Source: an optimization exercise on an open RTL-to-GDS flow (aim: small area, a short achievable clock period and few clock cycles per item). Production flows keep margins and buffers that such runs may drop.
Where RTL was checked, it was by simulation tests only, not by an equivalence proof against the original.
Function not checked in run 7: the RTL went through the layout flow alone.

`flow/flow/run.sh`:
```
#!/bin/bash
# Own layout flow: the standard ORFS flow (standard.sh), with two changes
# to how the layout is made:
#  - Yosys maps the logic with an area-recovering ABC script (flow/abc.script,
#    Yosys's own default ABC script) instead of ORFS's delay-driven one;
#  - port buffers are sky130_fd_sc_hd__buf_1 cells (every port still gets one).
# Each tool's full output stays in this folder: make's in flow_make.log, and
# ORFS's per-step logs under orfs/logs/.
set -euo pipefail
here=$(pwd)
rm -rf "$here/scripts_mod"
cp -r "$FLOW_HOME/scripts" "$here/scripts_mod"
cp "$here/flow/abc.script" "$here/scripts_mod/abc_speed.script"
bash "$here/standard.sh" SCRIPTS_DIR="$here/scripts_mod" \
    BUFFER_PORTS_ARGS="-buffer_cell sky130_fd_sc_hd__buf_1" finish \
    > "$here/flow_make.log" 2>&1
test -f "$here/out/final.def"
```
`flow/design.v`:
```
module mx_elem (
    input  wire [31:0] v,
    input  wire [9:0]  nK,       
    input  wire        m3,       
    input  wire        m2,       
    input  wire        e4m3,
    input  wire        e5m2,
    input  wire        e3m2,
    input  wire [7:0]  maxext,   
    output wire [7:0]  code
);
    wire [7:0]  ef = v[30:23];
    wire [22:0] f  = v[22:0];
    wire        h  = |ef;
    wire        s16 = ~|{h, f[22:8]};
    wire [23:4] x1  = {s16 ? f[7:0] : {h, f[22:16]}, f[15:8], f[7:4] & {4{~s16}}};
    wire        k1  = ~s16 & |f[3:0];
    wire        s8  = ~|x1[23:16];
    wire [23:12] x2 = s8 ? x1[15:4] : x1[23:12];
    wire        k2  = k1 | (~s8 & |x1[11:4]);
    wire        s4  = ~|x2[23:20];
    wire [23:16] x3 = s4 ? x2[19:12] : x2[23:16];
    wire        k3  = k2 | (~s4 & |x2[15:12]);
    wire        s2  = ~|x3[23:22];
    wire [23:18] x4 = s2 ? x3[21:16] : x3[23:18];
    wire        k4  = k3 | (~s2 & |x3[17:16]);
    wire        s1  = ~x4[23];
    wire [22:19] x5 = s1 ? x4[21:18] : x4[22:19];
    wire        stk = k4 | (~s1 & x4[18]);
    wire [4:0]  lz  = {s16, s8, s4, s2, s1};
    wire [4:0]  V   = {x4[23] | x4[22], x5};
    wire [2:0]  mn0 = m3 ? V[3:1] : (m2 ? {V[3:2], 1'b1} : {V[3], 2'b11});
    wire        R0  = m3 ? V[0] : (m2 ? V[1] : V[2]);
    wire        c0  = R0 & (&mn0);           
    wire [4:0]  nl;                           
    wire [5:0]  nc;
    assign nc[0] = 1'b0;
    genvar i;
    generate for (i = 0; i < 5; i = i + 1) begin : neg
        wire a = ~lz[i];
        wire b = (i == 1);
        assign nl[i]   = a ^ b ^ nc[i];
        assign nc[i+1] = (a & b) | (nc[i] & (a ^ b));
    end endgenerate
    wire        sx = ~h & (|lz[4:1]);
    wire [9:0]  A  = {sx, sx, ef[7:5] | {3{sx}}, ef[4:0] | ({5{~h}} & nl)};
    wire [9:0]  T;
    wire [10:0] tc;
    assign tc[0] = c0;
    generate for (i = 0; i < 10; i = i + 1) begin : add
        assign T[i]    = A[i] ^ nK[i] ^ tc[i];
        assign tc[i+1] = (A[i] & nK[i]) | (tc[i] & (A[i] ^ nK[i]));
    end endgenerate
    wire        Z   = ~|T[9:2];
    wire        O   = &T[9:2];
    wire        Ta  = Z & (T[1:0] == 2'd0);       
    wire        Tb  = Z & (T[1:0] == 2'd1);       
    wire        Tc  = O & (T[1:0] == 2'd3);       
    wire        Td  = O & (T[1:0] == 2'd2);       
    wire        Te  = O & (T[1:0] == 2'd1);       
    wire        pos = ~T[9] & ~Ta & ~(Tb & c0);
    wire        q1  = c0 ? Tb : Ta;               
    wire        q2  = c0 ? Ta : Tc;               
    wire        q3  = c0 ? Tc : Td;               
    wire        q4  = c0 ? Td : Te;               
    wire [8:0]  Vx  = {4'd0, V};
    wire [4:0]  W;
    generate for (i = 0; i < 5; i = i + 1) begin : shr
        assign W[i] = (pos & Vx[i]) | (q1 & Vx[i+1]) | (q2 & Vx[i+2]) | (q3 & Vx[i+3]) | (q4 & Vx[i+4]);
    end endgenerate
    wire        out = (q1 & V[0]) | (q2 & |V[1:0]) | (q3 & |V[2:0]) | (q4 & |V[3:0]);
    wire        st0 = stk | out;
    wire [3:0]  kept = m3 ? W[4:1] : (m2 ? {W[4:2], 1'b1} : {W[4:3], 2'b11});
    wire        R    = m3 ? W[0]   : (m2 ? W[1] : W[2]);
    wire        St   = st0 | (m3 ? 1'b0 : (m2 ? W[0] : |W[1:0]));
    wire        L    = m3 ? W[1]   : (m2 ? W[2] : W[3]);
    wire        inc  = R & (St | L);
    wire [3:0]  ki;
    wire [4:0]  kc;
    assign kc[0] = inc;
    generate for (i = 0; i < 4; i = i + 1) begin : rnd
        assign ki[i]   = kept[i] ^ kc[i];
        assign kc[i+1] = kept[i] & kc[i];
    end endgenerate
    wire        sat  = e4m3 ? (T[4] | (&T[3:0] & &ki[2:0])) :
                       e5m2 ? &T[4:0] : e3m2 ? T[3] : T[2];
    assign code = pos ? (sat ? maxext : {T[4:0], ki[2:0]}) : {4'd0, ki};
endmodule
module mx_encoder (
    input  wire          clk,
    input  wire          rst,           
    input  wire          in_valid,
    output wire          in_ready,
    input  wire [3:0]    in_fmt,
    input  wire [1023:0] in_data,
    output reg           out_valid,
    input  wire          out_ready,
    output reg  [263:0]  out_block
);
    wire f5 = in_fmt == 4'h5;    
    wire f6 = in_fmt == 4'h6;    
    wire f7 = in_fmt == 4'h7;    
    wire f8 = in_fmt == 4'h8;    
    wire f9 = in_fmt == 4'h9;    
    wire fmt_ok = f5 | f6 | f7 | f8 | f9;
    wire m3 = f5 | f8;
    wire m2 = f6 | f7;
    wire [7:0] emax   = f5 ? 8'd8  : f6 ? 8'd15 : f7 ? 8'd4 : 8'd2;
    wire [7:0] B      = f5 ? 8'd15 : f6 ? 8'd30 : f7 ? 8'd7 : 8'd3;
    wire [7:0] maxext = f5 ? 8'h7E : f6 ? 8'hF7 : f7 ? 8'h3F : 8'h1F;
    function [7:0] emx;
        input [7:0] a, b;
        reg [7:0] g, e;
        reg [3:0] g1, e1;
        reg [1:0] g2, e2;
        integer k;
        begin
            g = a & ~b;
            e = ~(a ^ b);
            for (k = 0; k < 4; k = k + 1) begin
                g1[k] = g[2*k+1] | (e[2*k+1] & g[2*k]);
                e1[k] = e[2*k+1] & e[2*k];
            end
            for (k = 0; k < 2; k = k + 1) begin
                g2[k] = g1[2*k+1] | (e1[2*k+1] & g1[2*k]);
                e2[k] = e1[2*k+1] & e1[2*k];
            end
            emx = (g2[1] | (e2[1] & g2[0])) ? a : b;
        end
    endfunction
    wire [7:0] lv [0:62];
    genvar g;
    generate
        for (g = 0; g < 32; g = g + 1) begin : lf
            assign lv[g] = in_data[32*g+23 +: 8];
        end
        for (g = 0; g < 31; g = g + 1) begin : nd
            assign lv[32+g] = emx(lv[2*g], lv[2*g+1]);
        end
    endgenerate
    wire [7:0] efmax   = lv[62];
    wire       special = &efmax;             
    wire [8:0] d1 = {1'b0, efmax} - {1'b0, emax};
    wire       big = ~d1[8] & (|d1[7:0]);
    wire [7:0] scale = special ? 8'hFF : (big ? d1[7:0] : 8'd0);
    wire [9:0] nKf = {2'b0, B} - {2'b0, efmax};
    wire [9:0] nKe = {2'b0, B} - {2'b0, emax};
    wire [9:0] nK  = big ? nKf : nKe;
    wire       kill = special | ~fmt_ok;
    wire [7:0] c [0:31];
    generate for (g = 0; g < 32; g = g + 1) begin : el
        mx_elem u (.v(in_data[32*g +: 32]), .nK(nK), .m3(m3), .m2(m2), .e4m3(f5),
                   .e5m2(f6), .e3m2(f7), .maxext(maxext), .code(c[g]));
    end endgenerate
    reg         full1;
    reg [263:0] skid;
    wire        use_new = ~kill & ~full1;
    wire        s5 = f5 & use_new, s6 = f6 & use_new, s7 = f7 & use_new,
                s8 = f8 & use_new, s9 = f9 & use_new;
    reg [263:0] b5, b6, b7, b8, b9;
    integer k;
    always @(*) begin
        b5 = 264'd0; b6 = 264'd0; b7 = 264'd0; b8 = 264'd0; b9 = 264'd0;
        for (k = 0; k < 32; k = k + 1) begin
            b5[8 + 8*k +: 8] = {in_data[32*k+31], c[k][6:0]};
            b6[8 + 8*k +: 8] = {in_data[32*k+31], c[k][7:1]};
            b7[8 + 6*k +: 6] = {in_data[32*k+31], c[k][5:1]};
            b8[8 + 6*k +: 6] = {in_data[32*k+31], c[k][4:0]};
            b9[8 + 4*k +: 4] = {in_data[32*k+31], c[k][4:2]};
        end
    end
    wire [263:0] nxt = ({264{full1}} & skid) | ({264{s5}} & b5) | ({264{s6}} & b6) |
                       ({264{s7}} & b7) | ({264{s8}} & b8) | ({264{s9}} & b9) |
                       {256'd0, (fmt_ok & ~full1) ? scale : 8'd0};
    assign in_ready = ~full1;
    wire accept = in_valid & ~full1;
    wire r0_free = ~out_valid | out_ready;
    always @(posedge clk) begin
        if (rst) begin
            out_valid <= 1'b0;
            full1     <= 1'b0;
        end else if (r0_free) begin
            out_valid <= full1 | accept;
            full1     <= 1'b0;
        end else if (accept) begin
            full1     <= 1'b1;
        end
    end
    always @(posedge clk) begin
        if (r0_free && (full1 || accept))
            out_block <= nxt;
        if (!r0_free && accept)
            skid <= nxt;
    end
endmodule
```
`flow/standard.sh`:
```
#!/bin/bash
# synth_recipe.tcl (not shown) runs the flow's synth.tcl, then flattens the netlist and writes it again
# the make line also repeats each setting of config.mk as NAME=value (left out here)
make -C /OpenROAD-flow-scripts/flow DESIGN_CONFIG=/design/flow/config.mk WORK_HOME=/design/flow/orfs CLKGATE_MAP_FILE= SYNTH_SCRIPT=/design/flow/synth_recipe.tcl "${@:-finish}"
```
`flow/config.mk`:
```
export PLATFORM = sky130hd
export DESIGN_NAME = mx_encoder
export DESIGN_NICKNAME = mx_encoder
export VERILOG_FILES = /design/flow/design.v
export SDC_FILE = /design/flow/constraint.sdc
export NUM_CORES = 8
export LEC_CHECK = 0
export CAP_MARGIN = 0
export CORE_MARGIN = 2
export CORE_UTILIZATION = 60
export CTS_BUF_LIST = sky130_fd_sc_hd__clkbuf_4
export GPL_TIMING_DRIVEN = 1
export SLEW_MARGIN = 0
```
`flow/constraint.sdc`:
```
create_clock -name core_clock -period 250.0 [get_ports {clk}]
set_input_delay 50.0000 -clock core_clock [delete_from_list [all_inputs] [get_ports {clk}]]
set_output_delay 50.0000 -clock core_clock [all_outputs]
set_load 0.01 [all_outputs]
```
`flow/flow/abc.script`:
```
strash
&get -n
&fraig -x
&put
scorr
dc2
dretime
strash
&get -n
&dch -f
&nf
&put
```
==> metrics list, run 1 <==
* Standard-cell rows: 123
- Progress stopped at I/O pin placement.
* Total of flip-flops plus latches after synthesis: 530
- The number of nets in the synthesized netlist is ~10000.
- Register area share after synthesis: 0.235
* Number of flops mapped to enable cells by yosys: between 500 and 600
* Synthesis Warnings: 1
- Counting flops with an async set or reset pin after synthesis yields a share of 0.
- Netlist area before placement: approximately 68000 um^2
- Count of cell types in the netlist: between 60 and 70
- The flow did not finish.
* Die outline height: between 300 and 400 um
- In this run the mean area of a mapped cell was 7.86 um^2.
- The first error in the log reads "[ERROR PPL-0024] Number of IO pins (1298) exceeds maximum number of available positions (1228). Increase the die perimeter from 1359.98um to 1765.28um".
- The most used flip-flop cell after synthesis is sky130_fd_sc_hd__edfxtp_1.
- Count of mapped cells out of synthesis: between 8000 and 9000
* Width of the die: 340 um
- The initial utilization of the core area, before any placement, comes to 0.604.
==> kinds of logic after synthesis <==
logic type               share of synthesized area
AND/OR/NAND/NOR                              0.242
AO/OA/AOI/OAI                                0.263
adder cells (fa/ha/maj)                      0.159
flip-flops                                   0.235
buffers and inverters                       0.0289
multiplexers                                0.0705
XOR/XNOR                                   0.00142
==> synthesized netlist by cell type, types with 24 or more instances <==
cell,count,area share
sky130_fd_sc_hd__nand2_1,1455,0.081
sky130_fd_sc_hd__a21oi_1,1004,0.074
sky130_fd_sc_hd__nor2_1,822,0.046
sky130_fd_sc_hd__o21ai_0,618,0.046
sky130_fd_sc_hd__edfxtp_1,528,0.23
sky130_fd_sc_hd__clkinv_1,522,0.029
sky130_fd_sc_hd__mux2i_1,414,0.061
sky130_fd_sc_hd__ha_1,378,0.070
sky130_fd_sc_hd__o22ai_1,340,0.031
sky130_fd_sc_hd__fa_1,303,0.090
sky130_fd_sc_hd__nor4_1,226,0.021
sky130_fd_sc_hd__nor3_1,196,0.014
sky130_fd_sc_hd__a21o_1,124,0.014
sky130_fd_sc_hd__nand3_1,122,0.0090
sky130_fd_sc_hd__nand2b_1,106,0.0098
sky130_fd_sc_hd__nand4_1,103,0.0095
sky130_fd_sc_hd__a221oi_1,86,0.011
sky130_fd_sc_hd__or3_1,84,0.0078
sky130_fd_sc_hd__and3_1,74,0.0068
sky130_fd_sc_hd__a22oi_1,65,0.0072
sky130_fd_sc_hd__a31oi_1,62,0.0057
sky130_fd_sc_hd__and2_0,62,0.0057
sky130_fd_sc_hd__o211ai_1,62,0.0069
sky130_fd_sc_hd__mux2_1,56,0.0093
sky130_fd_sc_hd__o221ai_1,47,0.0061
sky130_fd_sc_hd__or2_0,47,0.0043
sky130_fd_sc_hd__a21boi_0,46,0.0051
sky130_fd_sc_hd__a211oi_1,43,0.0048
sky130_fd_sc_hd__a222oi_1,42,0.0062
sky130_fd_sc_hd__o22a_1,38,0.0049
sky130_fd_sc_hd__or4_1,38,0.0042
sky130_fd_sc_hd__nand4b_1,36,0.0047
sky130_fd_sc_hd__a41o_1,34,0.0050
sky130_fd_sc_hd__nor2b_1,34,0.0031
sky130_fd_sc_hd__nor4b_1,32,0.0041
sky130_fd_sc_hd__o21a_1,32,0.0035
sky130_fd_sc_hd__a22o_1,25,0.0032
sky130_fd_sc_hd__a211o_1,24,0.0031
Testbench counts, summed over its fixed seeds: cycles 3,208, items 3,200.
==> run 2, diff against run 1 <==
--- a/flow/config.mk
+++ b/flow/config.mk
@@ -8,6 +8,6 @@
 export CAP_MARGIN = 0
 export CORE_MARGIN = 2
-export CORE_UTILIZATION = 60
+export CORE_UTILIZATION = 40
 export CTS_BUF_LIST = sky130_fd_sc_hd__clkbuf_4
-export GPL_TIMING_DRIVEN = 1
+export GPL_TIMING_DRIVEN = 0
 export SLEW_MARGIN = 0
==> run 2 against run 1 <==
Compared with the run above: now fails the layout checks on max-capacitance violations, max-slew violations; area after synthesis stayed put; synthesized cell count did not move.
==> metrics list, run 2 <==
* Half-perimeter wire length of the detailed placement result: 287000 um
* Class of the most critical hold timing path: reg2reg
- Overflow after GRT: 0
* Initial antenna violation count: 59
* Global Route met2 Usage: 0.631
* Hold Vio Cnt, Final: 0
- CTS tree: built
- On the final layout, the worst clock skew is around 0.054 ns.
- Max-cap violations in this run came to 3.
* Data required time at the worst endpoint: 250.77 ns
- From synthesis to final layout, the design area changed by 18.4%.
- Capturing element of the worst setup path: out_block[89]$_DFFE_PP_
* IO buf count: between 1000 and 1500
- The pre-antenna-repair detailed-routing pass consisted of 9 iterations.
- Met3 usage in global routing: 0.0846
- The synthesized design spends more area on one cell type than any other, namely sky130_fd_sc_hd__edfxtp_1.
* Aggregate negative setup slack: 0 ns
- Vias in the first global route: between 70000 and 80000
- Leaving out fill and tap cells, the most frequent cell in the layout is sky130_fd_sc_hd__nand2_1.
- Across every metal layer, demand over resource in global routing totals 0.389.
* CTS Sinks: 530
- Leading registers by flop count: out_block (264), skid (264)
- The root buffer cell chosen for the clock tree is sky130_fd_sc_hd__clkbuf_4.
- Vias per cell: ~6.4
- Bufs on Longest Clock Path: 3
- Actual slew at the worst max-slew pin: ~1.6 ns
- Clock latency on the worst-skew pair: ~1.1 ns
* Count of cell types in the netlist: 67
- In the layout the commonest cells are sky130_fd_sc_hd__nand2_1, sky130_fd_sc_hd__buf_1, sky130_fd_sc_hd__a21oi_1.
- Buf/Inv on CP: 8
* Synthesis Warnings: 1
- End of the worst register-to-register path: out_block[118]$_DFFE_PP_
- Synthesized area divided by synthesized cell count: ~7.9 um^2
* Final Cycle Share: 0.290
- Buffers added to address setup during post-CTS repair amount to 0.
- In this run the worst path has a maximum fanout of 23.
* Critical path endpoint category: register
- After synthesis, the share of flip-flops with an asynchronous set or reset is 0.
* TritonCTS buffer count: 155
- The die covers around 170000 um^2.
- Entering global routing, the biggest net connects 77 pins.
- Routed len/inst: about 28 um
- Worst Path Arrival: 73.32 ns
* Worst r2r src: full1$_SDFFE_PP0P_
* Total of flip-flops plus latches after synthesis: 530
- Cell family with most CP delay: compound AO/OA/AOI/OAI gates
* Total via count after detailed routing: approximately 80000
- Type of the setup path with the least slack: in2reg
- I/O pin cnt: roughly 1300
- Post-CTS repair changed the size of 0 cells.
- Counting I/O delays and the setup requirement, the final critical path takes between 70 and 80 ns.
- Relative slew slack: -0.0984
- For this configuration, the core starts out at a cell density of 0.401.
- For this run, the post-layout net count is around 12000.
- Wire length of the first global-routing pass: about 500000 um
* RSZ-0062 raised after global routing: no
- Delay of the slowest cell on the worst path: 1.08 ns
- Of the cells placed in the final design, the portion with a size suffix greater than 1 is 0.0448.
- # hold bufs at CTS: 0
* Top-area cell type share of the netlist area: 0.234
- Outcome: finished with violations
* Worst Slack Setup Final: between 150 and 200 ns
* Worst setup slack before clock tree synthesis: 176.55 ns
* Post-route core utilization: 0.475
* Depth of the most critical reg-to-reg path: 11
- Counting flops with a built-in enable in the synthesized netlist gives 528.
* Netlist area before placement: 67700 um^2
- Master of the slowest instance on the critical path: sky130_fd_sc_hd__nor2_1
- Peak clock frequency supported by timing: roughly 14 MHz
- In this run the remaining antenna-violating nets after routing total 0.
* Leading cell types by total area after synthesis: sky130_fd_sc_hd__edfxtp_1, sky130_fd_sc_hd__fa_1, sky130_fd_sc_hd__nand2_1
* Global routing met1 resource utilization: 0.453
* Clock transition time at the flip-flop clock pins of the worst setup and hold paths: 0.07 ns
- Hold slack final: ~0.52 ns
* Routability congestion estimate from global placement: 1.02
- By instance count, the leading cell after synthesis is sky130_fd_sc_hd__nand2_1.
- Worst setup path startpoint: in_data[952]
- Worst Hold Path Cells: 2
* DR iter-0 viols: about 8900
* Count of mapped cells out of synthesis: approximately 8600
* Most Crowded Layer GR: met2
- Pins over their slew limit: 12
- From bottom edge to top edge, the die measures between 400 and 500 um.
- H-tree depth: 4
- The share of the Yosys chip area taken by registers is 0.235.
- In the routed design, unresolved DRC markers number 0.
- Critical path depth in cells: between 70 and 80
* Violated checks: max-capacitance violations, max-slew violations
- Wires add up to ~350000 um.
* Standard-cell rows: ~150
- Placeable core region: 169000 um^2
* FF-to-FF setup slack: 244.63 ns
- The worst setup path is launched from an input pin.
* Nets in the synthesized netlist: 10300
* Width of the die: just over 400 um
* Number of failing setup endpoints in the final timing report: 0
* Leading cell types by count after synthesis: sky130_fd_sc_hd__nand2_1, sky130_fd_sc_hd__a21oi_1, sky130_fd_sc_hd__nor2_1, sky130_fd_sc_hd__o21ai_0, sky130_fd_sc_hd__edfxtp_1
- Main synth FF type: sky130_fd_sc_hd__edfxtp_1
* Fill cells: 17200
run 2: cell counts after synthesis:
No cell type changed its count.
run 2: worst register-to-register path, delay by kind of cell, from the launching register on:
kind,cells,cell delay [ns]
AOI/OAI and AO/OA,4,2.07
and+or+nand+nor,2,1.39
buffers and inverters,5,1.31
DFF,1,0.42
run 2: stage by stage:
stage | instance area, um^2 | std cells
global placement | 75400 | 12100
floorplan | 67700 | 8621
CTS | 80100 | 12500
detailed placement | 78100 | 12300
finish | 80200 | 12600
global route | 80200 | 12600
run 2: worst min path at each step:
stage	start	endpoint	slack [ns]
after global routing	skid[163]$_DFFE_PP_	out_block[163]$_DFFE_PP_	0.55
final	skid[163]$_DFFE_PP_	out_block[163]$_DFFE_PP_	0.52
after floorplan	skid[163]$_DFFE_PP_	out_block[163]$_DFFE_PP_	0.50
after global placement	skid[193]$_DFFE_PP_	skid[193]$_DFFE_PP_	0.52
after detailed placement	skid[219]$_DFFE_PP_	out_block[219]$_DFFE_PP_	0.53
after CTS	skid[163]$_DFFE_PP_	out_block[163]$_DFFE_PP_	0.54
run 2: cells by family (layout without fill, tap and decap cells):
logic type | after synthesis | in the layout | synth area share
adders and majority gates | 681 | 681 | 0.159
other | 0 | 44 | 0
buffers and inverters | 522 | 2225 | 0.0289
xor gates and xnor gates | 11 | 11 | 0.00142
and+or+nand+nor | 3530 | 3530 | 0.242
DFF | 530 | 530 | 0.235
AOI/OAI and AO/OA | 2877 | 2877 | 0.263
muxes | 470 | 470 | 0.0705
run 2: area by class of cell:
cell class | count | area [um^2] | share of cell area
inverter | 522 | 1970 | 0.0245
tap | 2218 | 2780 | 0.0346
multi-input combinational | 7569 | 50400 | 0.628
antenna | 44 | 110 | 0.00137
clock inverter | 43 | 293 | 0.00365
timing repair buffer | 1434 | 7110 | 0.0886
sequential | 530 | 15900 | 0.198
clock buffer | 226 | 1700 | 0.0212
run 2: per-layer routing:
metal	up-vias	routed length (um)	part of all wire
met5	-	182	0.00051
met4	26	30200	0.085
li1	36200	-	-
met1	38900	130000	0.37
met2	4664	161000	0.45
met3	978	33100	0.093
==> run 3, diff against run 2 <==
--- a/flow/config.mk
+++ b/flow/config.mk
@@ -6,8 +6,8 @@
 export NUM_CORES = 8
 export LEC_CHECK = 0
-export CAP_MARGIN = 0
+export CAP_MARGIN = 10
 export CORE_MARGIN = 2
 export CORE_UTILIZATION = 40
 export CTS_BUF_LIST = sky130_fd_sc_hd__clkbuf_4
-export GPL_TIMING_DRIVEN = 0
-export SLEW_MARGIN = 0
+export GPL_TIMING_DRIVEN = 1
+export SLEW_MARGIN = 10
==> run 3 against run 2 <==
Compared with the run above: now clean on timing, DRC and antenna; register-to-register slack gained 0.36 ns; design area fell by 1.5%; critical path depth rose by 2; synthesized cell count stayed put; worst setup slack improved by 1.3 ns; critical endpoint unchanged.
==> metrics list, run 3 <==
* Outcome: timing/DRC/antenna clean
- Detailed routing inserted a total of 81300 vias.
* Relative slew slack: 0.0641
* Fraction of layout cells with a size suffix above 1: 0.0444
* Synthesized area divided by synthesized cell count: around 8 um^2
- Counting every instance in the synthesized netlist gives approximately 8600.
- Synthesis Warnings: 1
- For this design the top-level I/O count stands at around 1300.
- Before CTS, the worst setup slack after placement is ~180 ns.
- # hold bufs at CTS: 0
- Hold timing on the final database bottoms out at a slack of 0.482 ns.
- TritonCTS buffer count: 159
- By count the netlist is led by sky130_fd_sc_hd__nand2_1, sky130_fd_sc_hd__a21oi_1, sky130_fd_sc_hd__nor2_1, sky130_fd_sc_hd__o21ai_0, sky130_fd_sc_hd__edfxtp_1.
- Cell taking the most area after synthesis: sky130_fd_sc_hd__edfxtp_1
- Largest net degree at the start of global routing: 152
* CTS tree: built
- For this run, the slowest stage of the critical path takes approximately 0.90 ns.
* Pins over their slew limit: 0
- Of the post-synthesis cell area, the dominant cell type holds 0.234.
- STA puts the critical path data required time at 250.93 ns.
* Max-cap violations: 0
* Total Wirelength: roughly 360000 um
* Cell family with most CP delay: compound AO/OA/AOI/OAI gates
- For the pin with the worst max-slew slack, the measured transition is 1.36 ns.
- Critical path endpoint category: register
- Launching element type of the critical path: input pin
* Worst Slack Setup Final: approximately 180 ns
* Biggest fanout along the worst timing path: 17
- Final Cycle Share: 0.285
* Count of cell types in the netlist: 67
* Type of the setup path with the least slack: in2reg
- At the end of routability-driven placement, the weighted congestion stood at roughly 1.0.
- In this run the tool buffered the top-level ports with roughly 1300 buffer cells.
- Starting utilization of the core area: 0.401
- The floorplan step defined a core boundary enclosing about 170000 um^2.
* Number of flops mapped to enable cells by yosys: between 500 and 600
- The largest registers in the layout are out_block (264), skid (264).
- Global routing finished with a remaining overflow of 0.
* Leading cell types by total area after synthesis: sky130_fd_sc_hd__edfxtp_1, sky130_fd_sc_hd__fa_1, sky130_fd_sc_hd__nand2_1
* Worst Path Arrival: between 70 and 80 ns
- Clock transition time at the flip-flop clock pins of the worst setup and hold paths: 0.07 ns
* Vias per cell: between 6 and 7
* Commonest cells after routing, fill and taps aside: sky130_fd_sc_hd__nand2_1, sky130_fd_sc_hd__buf_1, sky130_fd_sc_hd__a21oi_1
* Total Routing Usage GR: 0.400
- Setup bufs post-CTS: 0
- Class of the most critical hold timing path: reg2reg
- The slowest stage of the critical path is the sky130_fd_sc_hd__a31oi_1 cell.
- H-tree depth: 4
* CTS root buf: sky130_fd_sc_hd__clkbuf_4
- CTS Sinks: 530
- Buf/Inv on CP: 10
- In this run the deepest clock path goes through 3 buffers.
* Initial antenna violation count: 54
- Synthesis produced a netlist with a net count of 10300.
* Die area: about 170000 um^2
- Total of flip-flops plus latches after synthesis: between 500 and 600
- Layout Area Growth over Synthesis: 16.6%
* Register area share after synthesis: 0.235
- After detailed routing, the number of remaining DRC violations is 0.
- DR iter-0 viols: 9493
* Hold Vio Cnt, Final: 0
- The HPWL after detailed placement is 285000 um.
- The initialized floorplan defines about 150 standard-cell rows.
- The library cell used most frequently in the layout, excluding fill and tap cells, is sky130_fd_sc_hd__nand2_1.
- Fraction of registers with async set or reset after synthesis: 0
- Measured along the x axis, the die boundary spans 416 um.
* Clock latency on the worst-skew pair: between 1 and 1.5 ns
- RSZ-0062 raised after global routing: no
- Die outline height: 416 um
- In the final timing run, aggregate negative setup slack is 0 ns.
- Vias in the first global route: just under 80000
- Most frequent cell after synthesis: sky130_fd_sc_hd__nand2_1
- In the final design database the tool counted 11900 nets.
- The number of gates resized after CTS was 0.
* Number of failing setup endpoints in the final timing report: 0
- Wire length of the first global-routing pass: between 500000 and 600000 um
* Main synth FF type: sky130_fd_sc_hd__edfxtp_1
* Final setup skew: 0.115 ns
- The first detailed-routing pass took 9 iterations.
- Derived from the worst setup path, the maximum achievable clock frequency is 14.0 MHz.
- The count of nets left with antenna violations once routing finished came out at 0.
* Routed len/inst: between 20 and 30 um
- Clock period minus worst slack: around 70 ns
- Summing every instance area after synthesis gives 67700 um^2.
## run 3: cell counts after synthesis
No cell type changed its count.
## run 3: kinds of logic (layout without fill, tap and decap cells)
family	count (synthesis)	count (layout)	share of synthesized area
muxes	470	470	0.0705
DFF	530	530	0.235
buffers and inverters	522	2235	0.0289
and+or+nand+nor	3530	3530	0.242
other	0	42	0
adders and majority gates	681	681	0.159
AOI/OAI and AO/OA	2877	2877	0.263
xor gates and xnor gates	11	11	0.00142
## run 3: final timing paths
kind	from	endpoint	slack, ns	cells after the start
worst min register to register	skid[217]$_DFFE_PP_	out_block[217]$_DFFE_PP_	0.48	2
worst min-delay path	skid[217]$_DFFE_PP_	out_block[217]$_DFFE_PP_	0.48	2
worst max register to register	full1$_SDFFE_PP0P_	skid[126]$_DFFE_PP_	244.99	10
worst max-delay path	in_data[952]	out_block[89]$_DFFE_PP_	178.71	81
## run 3: cell type report
class                      count  area [um^2]
timing repair buffer        1436         5960
sequential                   530        15900
inverter                     522         1960
clock buffer                 222         1670
antenna                       42          105
clock inverter                55          333
multi-input combinational   7569        50300
fill                       17400        89700
tap                         2218         2780
## run 3: worst register-to-register path, stage by stage, from the launching register on
cell                       delay, ns
sky130_fd_sc_hd__dfxtp_4        0.93
sky130_fd_sc_hd__clkinv_1       0.59
sky130_fd_sc_hd__o21ai_0        0.21
sky130_fd_sc_hd__buf_4          0.22
sky130_fd_sc_hd__a31oi_4        0.06
sky130_fd_sc_hd__buf_4          0.35
sky130_fd_sc_hd__nand3_4        0.69
sky130_fd_sc_hd__buf_4          0.82
sky130_fd_sc_hd__o22ai_1        0.32
sky130_fd_sc_hd__a211oi_1       0.29
sky130_fd_sc_hd__o21ai_0        0.18
## run 3: metrics by stage
stage,instance area [um^2],utilization,cells
2_1_floorplan,67700,-,8621
3_3_place_gp,76900,0.456,12300
3_5_place_dp,76900,0.456,12300
4_1_cts,78900,0.467,12600
5_1_grt,79000,0.468,12600
6_report,79000,0.468,12600
## run 3: metal layers
| metal | global-route usage | up-vias | part of all wire |
|---|---|---|---|
| met4 | 0.290 | 28 | 0.086 |
| li1 | - | 36300 | - |
| met1 | 0.475 | 39000 | 0.37 |
| met5 | 0 | - | 0.00049 |
| met3 | 0.0777 | 1076 | 0.091 |
| met2 | 0.646 | 4858 | 0.45 |
==> run 4, diff against run 3 <==
--- a/flow/config.mk
+++ b/flow/config.mk
@@ -6,8 +6,8 @@
 export NUM_CORES = 8
 export LEC_CHECK = 0
-export CAP_MARGIN = 10
+export CAP_MARGIN = 20
 export CORE_MARGIN = 2
 export CORE_UTILIZATION = 40
 export CTS_BUF_LIST = sky130_fd_sc_hd__clkbuf_4
 export GPL_TIMING_DRIVEN = 1
-export SLEW_MARGIN = 10
+export SLEW_MARGIN = 20
==> run 4 against run 3 <==
Compared with the run above: still clean on timing, DRC and antenna; utilization about the same; final cell count about the same; via count about the same; sequential cell count unchanged; highest routed layer unchanged.
==> metrics list, run 4 <==
- The floorplan step defined a core boundary enclosing ~170000 um^2.
* Leading cell type in the layout, fill and taps excluded: sky130_fd_sc_hd__nand2_1
- Most Crowded Layer GR: met2
- Bufs on Longest Clock Path: 3
- Leading cell types by total area after synthesis: sky130_fd_sc_hd__edfxtp_1, sky130_fd_sc_hd__fa_1, sky130_fd_sc_hd__nand2_1
- Max-cap violations in this run came to 0.
* Post-route core utilization: 0.469
- Setup repair after global routing left no endpoint under its margin.
- In the final routed layout, each cell accounts on average for 28.8 um.
- Overflow after GRT: 0
* Global routing met1 resource utilization: 0.475
* Number of failing setup endpoints in the final timing report: 0
* DR iter-0 viols: 9429
- Among all flip-flop cells after synthesis, the most frequent one is sky130_fd_sc_hd__edfxtp_1.
- Hold repair after CTS inserted 0 buffers.
* Die area: 173000 um^2
- In the final design database the tool counted about 12000 nets.
* Starting utilization of the core area: 0.401
* Aggregate negative setup slack: 0 ns
- After synthesis, the most frequently instantiated cells are sky130_fd_sc_hd__nand2_1, sky130_fd_sc_hd__a21oi_1, sky130_fd_sc_hd__nor2_1, sky130_fd_sc_hd__o21ai_0, sky130_fd_sc_hd__edfxtp_1.
* First-pass DRT Iterations: 8
- Pins over their slew limit: 0
- When the netlist entered floorplanning its net count stood at around 10000.
- Class of the most critical hold timing path: reg2reg
- Peak clock frequency supported by timing: between 10 and 15 MHz
- Vias in the first global route: around 77000
- Layout Area Growth over Synthesis: 16.7%
* Worst Path Arrival: a little over 70 ns
- Global Route met2 Usage: 0.644
- For this run, design rule violations remaining after detail routing come to 0.
- Clock transition time at the flip-flop clock pins of the worst setup and hold paths: about 0.070 ns
* Biggest fanout along the worst timing path: 17
- CTS tree: built
- Wire length of the first global-routing pass: about 500000 um
* Die outline height: approximately 420 um
- For this run, global-route usage on met3 was measured as 0.0763.
- Netlist area before placement: slightly below 70000 um^2
* Total Wirelength: about 360000 um
* Clock period minus worst slack: between 70 and 80 ns
- Counting flops and latches in the post-synthesis netlist gives between 500 and 600.
- Post-CTS repair changed the size of 0 cells.
- The share of the Yosys chip area taken by registers is 0.235.
- Yosys mapped the design onto 67 distinct sky130hd cell types.
- The run finished with no timing, DRC or antenna violations.
* Placed cell count: 12300
- Fraction of layout cells with a size suffix above 1: 0.0463
- H-tree depth: 4
- Fill cells: around 17000
- Top-area cell type share of the netlist area: 0.234
* Leading registers by flop count: out_block (264), skid (264)
- Setup bufs post-CTS: 0
- Final setup skew: roughly 0.11 ns
* Number of flops mapped to enable cells by yosys: roughly 530
- The die is 416 um wide.
* Delay of the slowest cell on the worst path: just over 0.8 ns
- Leaving out filler cells and counting taps, the final layout contains 12600.
* Final Cycle Share: 0.283
* Area of placed instances: between 70000 and 80000 um^2
- By instance count, the leading cell after synthesis is sky130_fd_sc_hd__nand2_1.
- The average instance in the mapped netlist occupies 7.86 um^2.
* Data required time at the worst endpoint: between 200 and 300 ns
* IO buf count: ~1300
* CTS Sinks: 530
- In this run, CTS created clock tree buffers numbering 160.
- Fraction of registers with async set or reset after synthesis: 0
- After technology mapping, the gate count stands at roughly 8600.
- The worst setup path is launched from an input pin.
- Commonest cells after routing, fill and taps aside: sky130_fd_sc_hd__nand2_1, sky130_fd_sc_hd__buf_1, sky130_fd_sc_hd__a21oi_1
- The slowest stage of the critical path is the sky130_fd_sc_hd__a31oi_1 cell.
* Initial antenna violation count: 50
* Largest net degree at the start of global routing: ~150
* Standard-cell rows: around 150
* Finished Cell Area: slightly below 80000 um^2
- For this run, the number of Yosys warnings is 1.
- The final hold violation count is 0.
* Type of the setup path with the least slack: in2reg
- Routability congestion estimate from global placement: ~1.0
- Measured against its own limit, the worst slew margin works out to 0.127.
- Summing over every cut layer, the via total after detailed routing is 81200.
- For this run, the total global-route usage over all layers was measured as 0.400.
- At the pin with the least slew margin, the transition time is 1.30 ns.
- For this design the top-level I/O count stands at 1298.
- Cell taking the most area after synthesis: sky130_fd_sc_hd__edfxtp_1
- The root buffer cell chosen for the clock tree is sky130_fd_sc_hd__clkbuf_4.
* Clock latency on the worst-skew pair: roughly 1.2 ns
- Once detail routing completed, the nets flagged for antenna violations numbered 0.
- The worst setup path is captured at a register.
- Detailed placement finished with a half-perimeter wire length of approximately 290000 um.
* Vias per cell: 6.45
-- run 4: layer usage --
| layer | vias to the layer above | share of wire |
|---|---|---|
| li1 | 36300 | - |
| met4 | 28 | 0.085 |
| met1 | 39100 | 0.37 |
| met2 | 4814 | 0.45 |
| met3 | 1062 | 0.092 |
| met5 | - | 0.00044 |
-- run 4: area by class of cell --
type | count | area, um^2 | share of cell area
multi-input combinational | 7569 | 50400 | 0.637
sequential | 530 | 15900 | 0.201
tap | 2218 | 2780 | 0.0351
inverter | 522 | 1960 | 0.0248
clock inverter | 57 | 317 | 0.00400
antenna | 43 | 108 | 0.00136
clock buffer | 216 | 1620 | 0.0205
timing repair buffer | 1440 | 5980 | 0.0757
-- run 4: kinds of logic after synthesis --
kind of cell / count (synthesis) / synth area share
adder cells (fa/ha/maj): 681 / 0.159
AND/OR/NAND/NOR: 3530 / 0.242
multiplexers: 470 / 0.0705
AO/OA/AOI/OAI: 2877 / 0.263
flip-flops: 530 / 0.235
XOR/XNOR: 11 / 0.00142
buffers and inverters: 522 / 0.0289
-- run 4: through the flow --
stage	setup WS (ns)	hold WS, ns
global route	177.91	0.564
finish	179.16	0.527
global placement	178.29	0.521
CTS	179.12	0.507
floorplan	179.24	0.504
detailed placement	177.89	0.532
-- run 4: worst max-delay path: cells and delay by family --
family	cells	cell delay (ns)
multiplexers	3	1.27
buffers and inverters	10	2.26
XOR/XNOR	1	0.17
AO/OA/AOI/OAI	32	7.61
adder cells (fa/ha/maj)	17	5.40
AND/OR/NAND/NOR	18	4.99
-- run 4: final timing paths --
check | startpoint | to | slack (ns) | cells after the start
worst max-delay path | in_data[952] | out_block[89]$_DFFE_PP_ | 179.16 | 81
worst min-delay path | skid[217]$_DFFE_PP_ | out_block[217]$_DFFE_PP_ | 0.53 | 2
worst max register to register | full1$_SDFFE_PP0P_ | skid[78]$_DFFE_PP_ | 244.89 | 9
worst min register to register | skid[217]$_DFFE_PP_ | out_block[217]$_DFFE_PP_ | 0.53 | 2
==> run 5, diff against run 4 <==
--- a/flow/config.mk
+++ b/flow/config.mk
@@ -11,3 +11,4 @@
 export CTS_BUF_LIST = sky130_fd_sc_hd__clkbuf_4
 export GPL_TIMING_DRIVEN = 1
+export PLACE_DENSITY = 0.75
 export SLEW_MARGIN = 20
==> run 5 against run 4 <==
Compared with the run above: global-route usage grew 0.54 points; utilization grew 0.082 points; count of clock-buffer cells in the layout shrank 11; die area did not move; sequential cell count is the same; register-to-register slack improved by 0.38 ns; synthesized cell count unchanged; final cell count barely moved; still clean on timing, DRC and antenna.
==> metrics list, run 5 <==
* Nets in the synthesized netlist: between 10000 and 15000
* Biggest fanout along the worst timing path: 23
- Routability congestion estimate from global placement: about 1.0
- Across the routed clock network, the largest skew measured is 0.112 ns.
- The routed layout has just over 80000 vias.
- Routed len/inst: 29.2 um
- The number of global-route vias before repair was between 70000 and 80000.
- In this run the post-CTS setup repair buffer count came out at 0.
- Finished Cell Area: 79200 um^2
- Synthesis produced 8621 cells.
* Number of failing setup endpoints in the final timing report: 0
- Starting utilization of the core area: 0.401
- For the worst-skew pair, the clock arrives at the later sink with an insertion delay of around 1.2 ns.
- For this run, the register share of the synthesized area comes to 0.235.
- Fill cells in the final layout number 17200.
- Relative slew slack: 0.193
* Pins over their slew limit: 0
- Total Routing Usage GR: 0.405
- Initial antenna violation count: around 60
* DR iter-0 viols: approximately 11000
- Commonest cells after routing, fill and taps aside: sky130_fd_sc_hd__nand2_1, sky130_fd_sc_hd__buf_1, sky130_fd_sc_hd__a21oi_1
- Once detail routing completed, the nets flagged for antenna violations numbered 0.
- Wire length of the first global-routing pass: approximately 520000 um
- Hold Vio Cnt, Final: 0
- Type of the setup path with the least slack: in2reg
* Total of flip-flops plus latches after synthesis: 530
* Number of flops mapped to enable cells by yosys: 528
* Total Wirelength: 367000 um
- Counting the buffers created by CTS gives 154.
- Placeable core region: ~170000 um^2
- Class of the most critical hold timing path: reg2reg
- Clock period minus worst slack: roughly 70 ns
- The commonest cells after synthesis are sky130_fd_sc_hd__nand2_1, sky130_fd_sc_hd__a21oi_1, sky130_fd_sc_hd__nor2_1, sky130_fd_sc_hd__o21ai_0, sky130_fd_sc_hd__edfxtp_1.
* Synthesized area divided by synthesized cell count: roughly 8 um^2
- Cell taking the most area after synthesis: sky130_fd_sc_hd__edfxtp_1
- At the worst endpoint, the required time is 250.84 ns.
* Aggregate negative setup slack: 0 ns
- H-tree depth: 4
* Leading cell type in the layout, fill and taps excluded: sky130_fd_sc_hd__nand2_1
- Delay of the slowest cell on the worst path: 0.84 ns
* CTS tree: built
* Die area: between 150000 and 200000 um^2
* Master of the slowest instance on the critical path: sky130_fd_sc_hd__a31oi_1
- Die outline height: 416 um
* Worst Path Arrival: 71.92 ns
- Fraction of registers with async set or reset after synthesis: 0
* Layout Area Growth over Synthesis: 16.9%
- Leading registers by flop count: out_block (264), skid (264)
- Most frequent cell after synthesis: sky130_fd_sc_hd__nand2_1
- For this run, the number of Yosys warnings is 1.
- Once detailed placement completed, the half-perimeter wirelength came to between 200000 and 300000 um.
* Count of cell types in the netlist: 67
- Leading cell types by total area after synthesis: sky130_fd_sc_hd__edfxtp_1, sky130_fd_sc_hd__fa_1, sky130_fd_sc_hd__nand2_1
* Overflow after GRT: 0
- Number of instances resized during post-cts repair: 0
- Bufs on Longest Clock Path: 3
- Setup repair after global routing left no endpoint under its margin.
- Launching element type of the critical path: input pin
- Outcome: timing/DRC/antenna clean
- First-pass DRT Iterations: 9
- I/O pin cnt: ~1300
- Among all flip-flop cells after synthesis, the most frequent one is sky130_fd_sc_hd__edfxtp_1.
- Fraction of layout cells with a size suffix above 1: 0.0468
- STA classifies the critical path endpoint as a register.
- Clock tree synthesis found a total of 530 sinks.
- Netlist area before placement: 67700 um^2
* Width of the die: just over 400 um
- Worst setup slack before clock tree synthesis: roughly 180 ns
* Top-area cell type share of the netlist area: 0.234
* Largest net degree at the start of global routing: between 100 and 150
- The cell sitting at the root of the clock tree is a sky130_fd_sc_hd__clkbuf_4.
- Final Cycle Share: 0.284
- Peak clock frequency supported by timing: about 14 MHz
- Actual slew at the worst max-slew pin: about 1.2 ns
- Clock transition time at the flip-flop clock pins of the worst setup and hold paths: approximately 0.070 ns
- Row generation in the floorplan step produced about 150 rows.
- Summing all placed instances gives a cell area of between 70000 and 80000 um^2.
- IO buf count: around 1300
- Count of unresolved DRC violations after routing: 0
- Number of nets in the final layout: about 12000
- Using the TritonRoute via totals, the vias-per-cell ratio works out to 6.55.
- In this run, post-CTS hold repair placed 0 buffers.
- Max-cap violations: 0
- Worst Slack Setup Final: ~180 ns
-- run 5: cell counts after synthesis --
No cell type changed its count.
-- run 5: area by class of cell --
class | instances | area, um^2 | share of cell area
clock buffer | 205 | 1540 | 0.0194
multi-input combinational | 7569 | 50400 | 0.636
inverter | 522 | 1960 | 0.0248
sequential | 530 | 15900 | 0.201
tap | 2218 | 2780 | 0.0350
antenna | 38 | 95.1 | 0.00120
clock inverter | 66 | 483 | 0.00610
timing repair buffer | 1452 | 6040 | 0.0763
-- run 5: layer usage --
metal  vias to the layer above  global-route usage  part of all wire
met5                         -                   0           0.00076
met4                        40               0.314             0.089
met3                      1205               0.102              0.11
met2                      5549               0.639              0.44
met1                     39400               0.471              0.36
li1                      36300                   -                 -
-- run 5: worst paths after layout --
path                                     startpoint                  endpoint  slack [ns]  cells past startpoint
worst min register to register  skid[258]$_DFFE_PP_  out_block[258]$_DFFE_PP_        0.55                      2
worst max register to register   full1$_SDFFE_PP0P_        skid[33]$_DFFE_PP_      245.27                     10
worst max-delay path                   in_data[952]   out_block[92]$_DFFE_PP_      178.92                     78
worst min-delay path            skid[258]$_DFFE_PP_  out_block[258]$_DFFE_PP_        0.55                      2
-- run 5: logic make-up after synthesis --
logic type / count (synthesis) / synth area share
buf+inv: 522 / 0.0289
flops: 530 / 0.235
fa+ha+maj: 681 / 0.159
compound gates: 2877 / 0.263
simple gates: 3530 / 0.242
xor+xnor: 11 / 0.00142
mux: 470 / 0.0705
-- run 5: worst max-delay path, delay by kind of cell --
family                     cells  cell delay (ns)
buffers and inverters         12             2.36
xor gates and xnor gates       1             0.15
AOI/OAI and AO/OA             32             8.49
and+or+nand+nor               13             4.00
muxes                          2             0.63
adders and majority gates     18             6.22
-- run 5: per-stage QoR --
step | hold slack, ns | util | instances
floorplan | 0.504 | - | 8621
global route | 0.553 | 0.469 | 12600
global placement | 0.520 | 0.456 | 12300
CTS | 0.530 | 0.468 | 12600
detailed placement | 0.526 | 0.456 | 12300
finish | 0.545 | 0.469 | 12600
==> run 6, diff against run 5 <==
--- a/flow/config.mk
+++ b/flow/config.mk
@@ -9,6 +9,4 @@
 export CORE_MARGIN = 2
 export CORE_UTILIZATION = 40
-export CTS_BUF_LIST = sky130_fd_sc_hd__clkbuf_4
-export GPL_TIMING_DRIVEN = 1
-export PLACE_DENSITY = 0.75
+export GPL_TIMING_DRIVEN = 0
 export SLEW_MARGIN = 20
==> run 6 against run 5 <==
Compared with the run above: still clean; die area unchanged; design area grew 2.8%; count of clock-buffer cells in the layout is 123 lower; final cell count is 0.93% lower; sequential share of layout area is 0.55 points lower; utilization increased by 1.3 points; routed wire length down 3.7%; global-route usage is 1.6 points lower; sequential cell count unchanged; critical path depth grew 1.
==> metrics list, run 6 <==
- Leading cell types by total area after synthesis: sky130_fd_sc_hd__edfxtp_1, sky130_fd_sc_hd__fa_1, sky130_fd_sc_hd__nand2_1
- Bufs on Longest Clock Path: 3
* Number of flops mapped to enable cells by yosys: roughly 530
- Die outline height: approximately 420 um
- For the worst-skew pair, the clock arrives at the later sink with an insertion delay of about 0.67 ns.
- In the synthesized netlist the async set-or-reset flop fraction comes to 0.
- Final Cycle Share: 0.285
* IO buf count: approximately 1300
- Post-CTS timing repair inserted 0 buffers for setup.
* CTS tree: built
- For this run, the leading register cell type out of synthesis is sky130_fd_sc_hd__edfxtp_1.
- The worst path needs 71.36 ns of the cycle, external delays included.
- FF-to-FF setup slack: between 200 and 250 ns
- Routed len/inst: 28.4 um
- Count of unresolved DRC violations after routing: 0
* Delay of the slowest cell on the worst path: 0.99 ns
- Aggregate negative setup slack: 0 ns
- CTS root buf: sky130_fd_sc_hd__clkbuf_16
- Outcome: timing/DRC/antenna clean
* Synthesized area divided by synthesized cell count: 7.86 um^2
* Die area: 173000 um^2
* Leading cell types by count after synthesis: sky130_fd_sc_hd__nand2_1, sky130_fd_sc_hd__a21oi_1, sky130_fd_sc_hd__nor2_1, sky130_fd_sc_hd__o21ai_0, sky130_fd_sc_hd__edfxtp_1
- The number of global-route vias before repair came to between 70000 and 80000.
- TritonCTS buffer count: 68
* Width of the die: ~420 um
- In the global route stage, met3 resource usage came out at 0.0768.
- Global Route met2 Usage: 0.627
- Prior to clock tree synthesis, the placed netlist has a worst setup slack of around 180 ns.
- In this run, the number of DRC markers left after iteration 0 of detailed routing was 8671.
- Largest net degree at the start of global routing: between 60 and 70
- The worst setup path is captured at a register.
- On the final layout, the worst clock skew is slightly below 0.05 ns.
- In the layout the commonest cells are sky130_fd_sc_hd__nand2_1, sky130_fd_sc_hd__buf_1, sky130_fd_sc_hd__a21oi_1.
- Total Routing Usage GR: 0.389
- Most Crowded Layer GR: met2
- Placeable core region: between 150000 and 200000 um^2
* Type of the setup path with the least slack: in2reg
- The final hold violation count came to 0.
- Setup violations remaining at the end of the flow were counted as 0.
* CTS Sinks: 530
* Nets in the synthesized netlist: roughly 10000
* Remaining antenna violation count after routing: 0
- Pins over their slew limit: 0
- Cell taking the most area after synthesis: sky130_fd_sc_hd__edfxtp_1
* Total via count after detailed routing: approximately 80000
- Leading registers by flop count: out_block (264), skid (264)
- For this run, the number of Yosys warnings is 1.
* Half-perimeter wire length of the detailed placement result: about 290000 um
- Total of flip-flops plus latches after synthesis: 530
- Overflow after GRT: 0
- Finished Cell Area: approximately 81000 um^2
- Total Wirelength: between 300000 and 400000 um
* Class of the most critical hold timing path: reg2reg
- Wire length of the first global-routing pass: 505000 um
* I/O pin cnt: 1298
- Global routing met1 resource utilization: 0.460
* # hold bufs at CTS: 0
- At the end of routability-driven placement, the weighted congestion stood at 1.02.
* Fill cells: 17000
- Number of instances resized during post-cts repair: 0
* Count of mapped cells out of synthesis: approximately 8600
- Number of nets in the final layout: approximately 12000
* Actual slew at the worst max-slew pin: 1.31 ns
- The initial utilization of the core area, before any placement, comes to 0.401.
- RSZ-0062 raised after global routing: no
- Master of the slowest instance on the critical path: sky130_fd_sc_hd__nor2_1
- After detailed placement, the total cell area comes to between 70000 and 80000 um^2.
- The worst setup path is launched from an input pin.
- Worst Path Arrival: just over 70 ns
- Compared with the post-synthesis result, the final layout area differs by 20.2%.
- The library cell used most frequently in the layout, excluding fill and tap cells, is sky130_fd_sc_hd__nand2_1.
- At the worst endpoint, the required time is roughly 250 ns.
- Worst Slack Setup Final: approximately 180 ns
- Summing every instance area after synthesis gives between 60000 and 70000 um^2.
- Top-area cell type share of the netlist area: 0.234
- Relative slew slack: 0.115
- The floorplan has about 150 rows.
- H-tree depth: 3
- Clock transition time at the flip-flop clock pins of the worst setup and hold paths: approximately 0.060 ns
- Initial antenna violation count: between 40 and 50
- Register area share after synthesis: 0.235
* Fraction of layout cells with a size suffix above 1: 0.0406
- By instance count, the leading cell after synthesis is sky130_fd_sc_hd__nand2_1.
* Peak clock frequency supported by timing: roughly 14 MHz
- The first TritonRoute pass finished after 8 iterations.
* Vias per cell: ~6.4
- Counting distinct cell types in the post-synthesis netlist gives 67.
- Biggest fanout along the worst timing path: 23
* Max-cap violations: 0
## run 6: changes by cell type in the layout (fill, tap and decap cells not counted), moves of 14 or more
| cell | change |
|---|---|
| sky130_fd_sc_hd__nor4_1 | -20 |
| sky130_fd_sc_hd__buf_16 | +49 |
| sky130_fd_sc_hd__clkbuf_16 | +68 |
| sky130_fd_sc_hd__buf_4 | -84 |
| sky130_fd_sc_hd__buf_6 | +20 |
| sky130_fd_sc_hd__clkinv_1 | -29 |
| sky130_fd_sc_hd__buf_12 | +28 |
| sky130_fd_sc_hd__o21ai_1 | +17 |
| sky130_fd_sc_hd__nor4_2 | +20 |
| sky130_fd_sc_hd__buf_2 | +14 |
| sky130_fd_sc_hd__o21ai_0 | -15 |
| sky130_fd_sc_hd__clkbuf_1 | +14 |
| sky130_fd_sc_hd__clkbuf_4 | -205 |
## run 6: worst paths after layout
check / to / cells after the start / startpoint
min reg2reg: out_block[217]$_DFFE_PP_ / 2 / skid[217]$_DFFE_PP_
max: skid[134]$_DFFE_PP_ / 79 / in_data[184]
max reg2reg: out_block[43]$_DFFE_PP_ / 14 / full1$_SDFFE_PP0P_
min: out_block[217]$_DFFE_PP_ / 2 / skid[217]$_DFFE_PP_
## run 6: cell type report
cell class | count | area, um^2 | area share
antenna | 34 | 85.1 | 0.00105
sequential | 530 | 15900 | 0.195
inverter | 522 | 1970 | 0.0241
tap | 2218 | 2780 | 0.0341
multi-input combinational | 7569 | 50600 | 0.621
timing repair buffer | 1486 | 7730 | 0.0950
clock buffer | 82 | 1750 | 0.0215
clock inverter | 42 | 632 | 0.00776
## run 6: metal layers
layer | vias to the layer above | wire, um
met5 | - | 144
met4 | 22 | 30700
met3 | 942 | 31300
met2 | 4460 | 160000
met1 | 38600 | 132000
li1 | 36100 | -
## run 6: cell families after synthesis
family                   count (synthesis)  share of synthesized area
adder cells (fa/ha/maj)                681                      0.159
buffers and inverters                  522                     0.0289
multiplexers                           470                     0.0705
flip-flops                             530                      0.235
XOR/XNOR                                11                    0.00142
AND/OR/NAND/NOR                       3530                      0.242
AO/OA/AOI/OAI                         2877                      0.263
## run 6: through the flow
stage | utilization | hold slack [ns] | cells
6_report | 0.483 | 0.536 | 12500
2_1_floorplan | - | 0.504 | 8621
4_1_cts | 0.481 | 0.538 | 12400
3_3_place_gp | 0.447 | 0.522 | 12100
5_1_grt | 0.482 | 0.566 | 12500
3_5_place_dp | 0.467 | 0.528 | 12300
## run 6: worst max-delay path, delay by kind of cell
family	cells	cell delay (ns)
AND/OR/NAND/NOR	15	3.93
adder cells (fa/ha/maj)	18	5.98
AO/OA/AOI/OAI	32	8.65
multiplexers	2	1.08
XOR/XNOR	1	0.13
buffers and inverters	11	1.91
==> run 7, diff against run 6 <==
--- a/flow/design.v
+++ b/flow/design.v
@@ -109,35 +109,18 @@
     wire [7:0] B      = f5 ? 8'd15 : f6 ? 8'd30 : f7 ? 8'd7 : 8'd3;
     wire [7:0] maxext = f5 ? 8'h7E : f6 ? 8'hF7 : f7 ? 8'h3F : 8'h1F;
-    function [7:0] emx;
-        input [7:0] a, b;
-        reg [7:0] g, e;
-        reg [3:0] g1, e1;
-        reg [1:0] g2, e2;
-        integer k;
-        begin
-            g = a & ~b;
-            e = ~(a ^ b);
-            for (k = 0; k < 4; k = k + 1) begin
-                g1[k] = g[2*k+1] | (e[2*k+1] & g[2*k]);
-                e1[k] = e[2*k+1] & e[2*k];
-            end
-            for (k = 0; k < 2; k = k + 1) begin
-                g2[k] = g1[2*k+1] | (e1[2*k+1] & g1[2*k]);
-                e2[k] = e1[2*k+1] & e1[2*k];
-            end
-            emx = (g2[1] | (e2[1] & g2[0])) ? a : b;
+    reg [7:0]  efmax;
+    reg [31:0] alive;
+    integer j, n;
+    always @(*) begin
+        alive = {32{1'b1}};
+        for (n = 7; n >= 0; n = n - 1) begin
+            efmax[n] = 1'b0;
+            for (j = 0; j < 32; j = j + 1)
+                efmax[n] = efmax[n] | (alive[j] & in_data[32*j+23+n]);
+            for (j = 0; j < 32; j = j + 1)
+                alive[j] = alive[j] & (in_data[32*j+23+n] | ~efmax[n]);
         end
-    endfunction
-    wire [7:0] lv [0:62];
+    end
     genvar g;
-    generate
-        for (g = 0; g < 32; g = g + 1) begin : lf
-            assign lv[g] = in_data[32*g+23 +: 8];
-        end
-        for (g = 0; g < 31; g = g + 1) begin : nd
-            assign lv[32+g] = emx(lv[2*g], lv[2*g+1]);
-        end
-    endgenerate
-    wire [7:0] efmax   = lv[62];
     wire       special = &efmax;             
     wire [8:0] d1 = {1'b0, efmax} - {1'b0, emax};
--- a/flow/config.mk
+++ b/flow/config.mk
@@ -6,7 +6,8 @@
 export NUM_CORES = 8
 export LEC_CHECK = 0
-export CAP_MARGIN = 20
+export CAP_MARGIN = 0
 export CORE_MARGIN = 2
 export CORE_UTILIZATION = 40
+export CTS_BUF_LIST = sky130_fd_sc_hd__clkbuf_4
 export GPL_TIMING_DRIVEN = 0
-export SLEW_MARGIN = 20
+export SLEW_MARGIN = 0
==> run 7 against run 6 <==
Compared with the run above: now fails the layout checks on max-capacitance violations, max-slew violations; worst setup slack got worse by 13 ns; clock skew rose by 0.055 ns; routed wire length rose by 11%; critical endpoint is now out_block[218]$_DFFE_PP_.
==> metrics list, run 7 <==
* Outcome: finished with violations
* Violated checks: max-capacitance violations, max-slew violations
- Once layout is complete, the cells apart from fillers number about 12000.
- TritonCTS built the clock tree.
- RSZ-0062 raised after global routing: no
- The floorplan has roughly 150 rows.
- Prior to clock tree synthesis, the placed netlist has a worst setup slack of about 170 ns.
- Master of the slowest instance on the critical path: sky130_fd_sc_hd__a211oi_1
- Including well taps, the total number of placed cells is ~12000.
* Synthesis Warnings: 1
* Routed len/inst: ~33 um
- Max-cap violations in this run came to 4.
- For the finished layout, the period the worst path requires is roughly 84 ns.
* Total Wirelength: between 300000 and 400000 um
* I/O pin cnt: 1298
- Peak clock frequency supported by timing: between 10 and 15 MHz
- Counting the fill cells in the layout gives ~16000.
- Global routing met1 resource utilization: 0.528
- Commonest cells after routing, fill and taps aside: sky130_fd_sc_hd__nand2_1, sky130_fd_sc_hd__buf_1, sky130_fd_sc_hd__a21oi_1
* Cell family with most CP delay: simple AND/OR/NAND/NOR gates
- Total Routing Usage GR: 0.456
* Starting utilization of the core area: 0.404
- Number of failing setup endpoints in the final timing report: 0
* Half-perimeter wire length of the detailed placement result: 320000 um
- Remaining antenna violation count after routing: 0
* Global Route met2 Usage: 0.659
- Of all flip-flops after synthesis, the portion carrying an async set or reset was 0.
- Most Crowded Layer GR: met2
* Fraction of layout cells with a size suffix above 1: 0.0543
- The number of gates resized after CTS was 0.
* Count of cell types in the netlist: between 70 and 80
- Launching element type of the critical path: input pin
- Vias per cell: roughly 6.7
- The share of synthesized area in the top cell type comes to 0.247.
- Type of the setup path with the least slack: in2reg
- Width of the die: ~400 um
- Most numerous cell on the critical path: sky130_fd_sc_hd__fa_1
- Number of nets in the final layout: approximately 11000
- Entering global routing, the biggest net connects 72 pins.
* Relative slew slack: -0.0745
* Finished Cell Area: slightly below 80000 um^2
* Post-route core utilization: 0.486
- The die covers 164000 um^2.
- Cell taking the most area after synthesis: sky130_fd_sc_hd__edfxtp_1
- Synthesis produced a netlist with a net count of 9596.
* Aggregate negative setup slack: 0 ns
- Class of the most critical hold timing path: reg2reg
* H-tree depth: 4
* Wire length of the first global-routing pass: ~540000 um
- The number of pins with negative max-slew slack in the final report was 20.
- The die is between 400 and 500 um tall.
- From synthesis to final layout, the design area changed by 20.3%.
* Hold Vio Cnt, Final: 0
- Number of flops mapped to enable cells by yosys: about 530
- Data required time at the worst endpoint: around 250 ns
* Final setup skew: ~0.10 ns
- Register area: 15900 um^2
- Area of placed instances: approximately 75000 um^2
- Delay of the slowest cell on the worst path: 1.29 ns
- Routability-driven placement finished with a final weighted congestion of around 1.1.
- Actual slew at the worst max-slew pin: 1.61 ns
- A synthesized cell averages just under 8 um^2.
- For this design, the CTS-stage hold fixing added 0 buffers.
- Most frequent cell after synthesis: sky130_fd_sc_hd__nand2_1
- In the global route stage, met3 resource usage came out at 0.169.
* Placeable core region: around 160000 um^2
- Setup bufs post-CTS: 0
* Buf/Inv on CP: 15
* Worst Slack Setup Final: ~170 ns
- Clock-pin slew was measured on the worst setup and hold paths at approximately 0.06 ns.
- Worst Path Arrival: roughly 85 ns
- Vias in the first global route: roughly 75000
* Leading cell type in the layout, fill and taps excluded: sky130_fd_sc_hd__nand2_1
* Final Cycle Share: 0.337
- The tree is rooted in a sky130_fd_sc_hd__clkbuf_4.
* Biggest fanout along the worst timing path: 61
- Bufs on Longest Clock Path: 3
- In the final layout, the multi-input gates occupy roughly 47000 um^2.
- In this run the tool buffered the top-level ports with around 1300 buffer cells.
* Register area share after synthesis: 0.248
- Clock latency on the worst-skew pair, taken at its later pin, is 1.26 ns.
* First-pass DRT Iterations: 11
* Leading cell types by count after synthesis: sky130_fd_sc_hd__nand2_1, sky130_fd_sc_hd__a21oi_1, sky130_fd_sc_hd__nor2_1, sky130_fd_sc_hd__edfxtp_1, sky130_fd_sc_hd__o21ai_0
* Overflow after GRT: 0
* Total via count after detailed routing: around 80000
* Count of mapped cells out of synthesis: approximately 8100
- After the first detailed-routing iteration, the DRC count stood at approximately 12000.
- Critical path endpoint category: register
- In the routed design, unresolved DRC markers number 0.
- Leading cell types by total area after synthesis: sky130_fd_sc_hd__edfxtp_1, sky130_fd_sc_hd__fa_1, sky130_fd_sc_hd__nand2_1
- Main synth FF type: sky130_fd_sc_hd__edfxtp_1
- The initial antenna violation count is about 150.
* TritonCTS buffer count: 159
- Netlist area before placement: 64100 um^2
- Leading registers by flop count: out_block (264), skid (264)
* CTS Sinks: 530
* Total of flip-flops plus latches after synthesis: 530
==> run 7: cell types whose count changed after synthesis, moves of 69 or more <==
| cell | previous run | this run |
|---|---|---|
| sky130_fd_sc_hd__a21oi_1 | 1004 | 822 |
| sky130_fd_sc_hd__ha_1 | 378 | 169 |
| sky130_fd_sc_hd__nand2_1 | 1455 | 1315 |
| sky130_fd_sc_hd__o21ai_0 | 618 | 510 |
| sky130_fd_sc_hd__a222oi_1 | 42 | 145 |
| sky130_fd_sc_hd__o22ai_1 | 340 | 161 |
| sky130_fd_sc_hd__mux2i_1 | 414 | 345 |
| sky130_fd_sc_hd__a211oi_1 | 43 | 117 |
| sky130_fd_sc_hd__a22oi_1 | 65 | 310 |
| sky130_fd_sc_hd__nor2_1 | 822 | 720 |
| sky130_fd_sc_hd__nand3_1 | 122 | 210 |
==> run 7: cells by family after synthesis <==
| logic type | share of synthesized area |
|---|---|
| adder cells (fa/ha/maj) | 0.128 |
| AO/OA/AOI/OAI | 0.275 |
| buffers and inverters | 0.0286 |
| AND/OR/NAND/NOR | 0.260 |
| multiplexers | 0.0602 |
| flip-flops | 0.248 |
| XOR/XNOR | 0.000956 |
==> run 7: worst paths after layout <==
check                                    startpoint                        to  slack [ns]  cells after the start
worst max-delay path                   in_data[670]  out_block[218]$_DFFE_PP_      165.65                     87
worst min register to register  skid[248]$_DFFE_PP_  out_block[248]$_DFFE_PP_        0.53                      2
worst max register to register   full1$_SDFFE_PP0P_  out_block[103]$_DFFE_PP_      244.47                     15
worst min-delay path            skid[248]$_DFFE_PP_  out_block[248]$_DFFE_PP_        0.53                      2
==> run 7: cell type report <==
type / count / share of cell area
sequential: 530 / 0.206
clock inverter: 58 / 0.00462
antenna: 92 / 0.00298
clock buffer: 222 / 0.0216
tap: 2072 / 0.0336
multi-input combinational: 7073 / 0.608
timing repair buffer: 1510 / 0.0995
inverter: 488 / 0.0240
==> run 7: stage by stage <==
| step | hold WS, ns |
|---|---|
| finish | 0.531 |
| detailed placement | 0.527 |
| global route | 0.568 |
| floorplan | 0.504 |
| global placement | 0.523 |
| CTS | 0.536 |
==> run 7: per-layer routing <==
layer  routed length [um]  vias to the layer above
met4                41300                       80
met2               162000                     6114
li1                     -                    34900
met3                51500                     1544
met5                  502                        -
met1               137000                    38600
==> run 7: worst reg2reg max path: stages, from the launching register on <==
cell	delay, ns
sky130_fd_sc_hd__dfxtp_4	1.00
sky130_fd_sc_hd__buf_16	0.42
sky130_fd_sc_hd__buf_16	0.38
sky130_fd_sc_hd__clkinv_1	0.27
sky130_fd_sc_hd__o21ai_0	0.52
sky130_fd_sc_hd__nor3_2	0.34
sky130_fd_sc_hd__buf_6	0.28
sky130_fd_sc_hd__buf_6	0.15
sky130_fd_sc_hd__buf_6	0.16
sky130_fd_sc_hd__buf_6	0.16
sky130_fd_sc_hd__buf_6	0.17
sky130_fd_sc_hd__buf_8	0.16
sky130_fd_sc_hd__buf_4	0.21
sky130_fd_sc_hd__buf_6	0.18
sky130_fd_sc_hd__or2_0	0.35
sky130_fd_sc_hd__a221o_1	0.49

==> re-timing with driven ports <==
No port has a modelled driver above. Below, the same layouts with a new extraction and two added sets of constraints.
Step 1, drivers: a clkbuf_16 drives clk and a buf_2 each remaining input, both assumed.
Step 2 also shifts input and output timing later by t, the mid clock arrival at the registers, as if the neighbouring blocks saw the same clock.
Slacks: ideal / step 1 / step 2; pairs: ideal / step 1.
run | t, ns | setup WS [ns] | hold WS [ns] | latest minus earliest clock arrival (ns)
run 2 | 1.141 | 177.451 / 177.506 / 176.365 | 0.520 / 0.520 / 0.520 | 0.081 / 0.080
run 3 | 1.252 | 178.710 / 178.723 / 177.471 | 0.482 / 0.482 / 0.482 | 0.151 / 0.152
run 4 | 1.241 | 179.164 / 179.187 / 177.945 | 0.527 / 0.527 / 0.527 | 0.127 / 0.127
run 5 | 1.167 | 178.918 / 178.899 / 177.732 | 0.545 / 0.545 / 0.545 | 0.119 / 0.119
run 6 | 0.718 | 178.642 / 178.688 / 177.970 | 0.536 / 0.536 / 0.536 | 0.053 / 0.053
run 7 | 1.291 | 165.651 / 165.708 / 164.418 | 0.531 / 0.531 / 0.531 | 0.143 / 0.143
The setup slack of run 3, which loses most, moves by +0.013 ns with the drivers and by -1.239 ns with both steps.
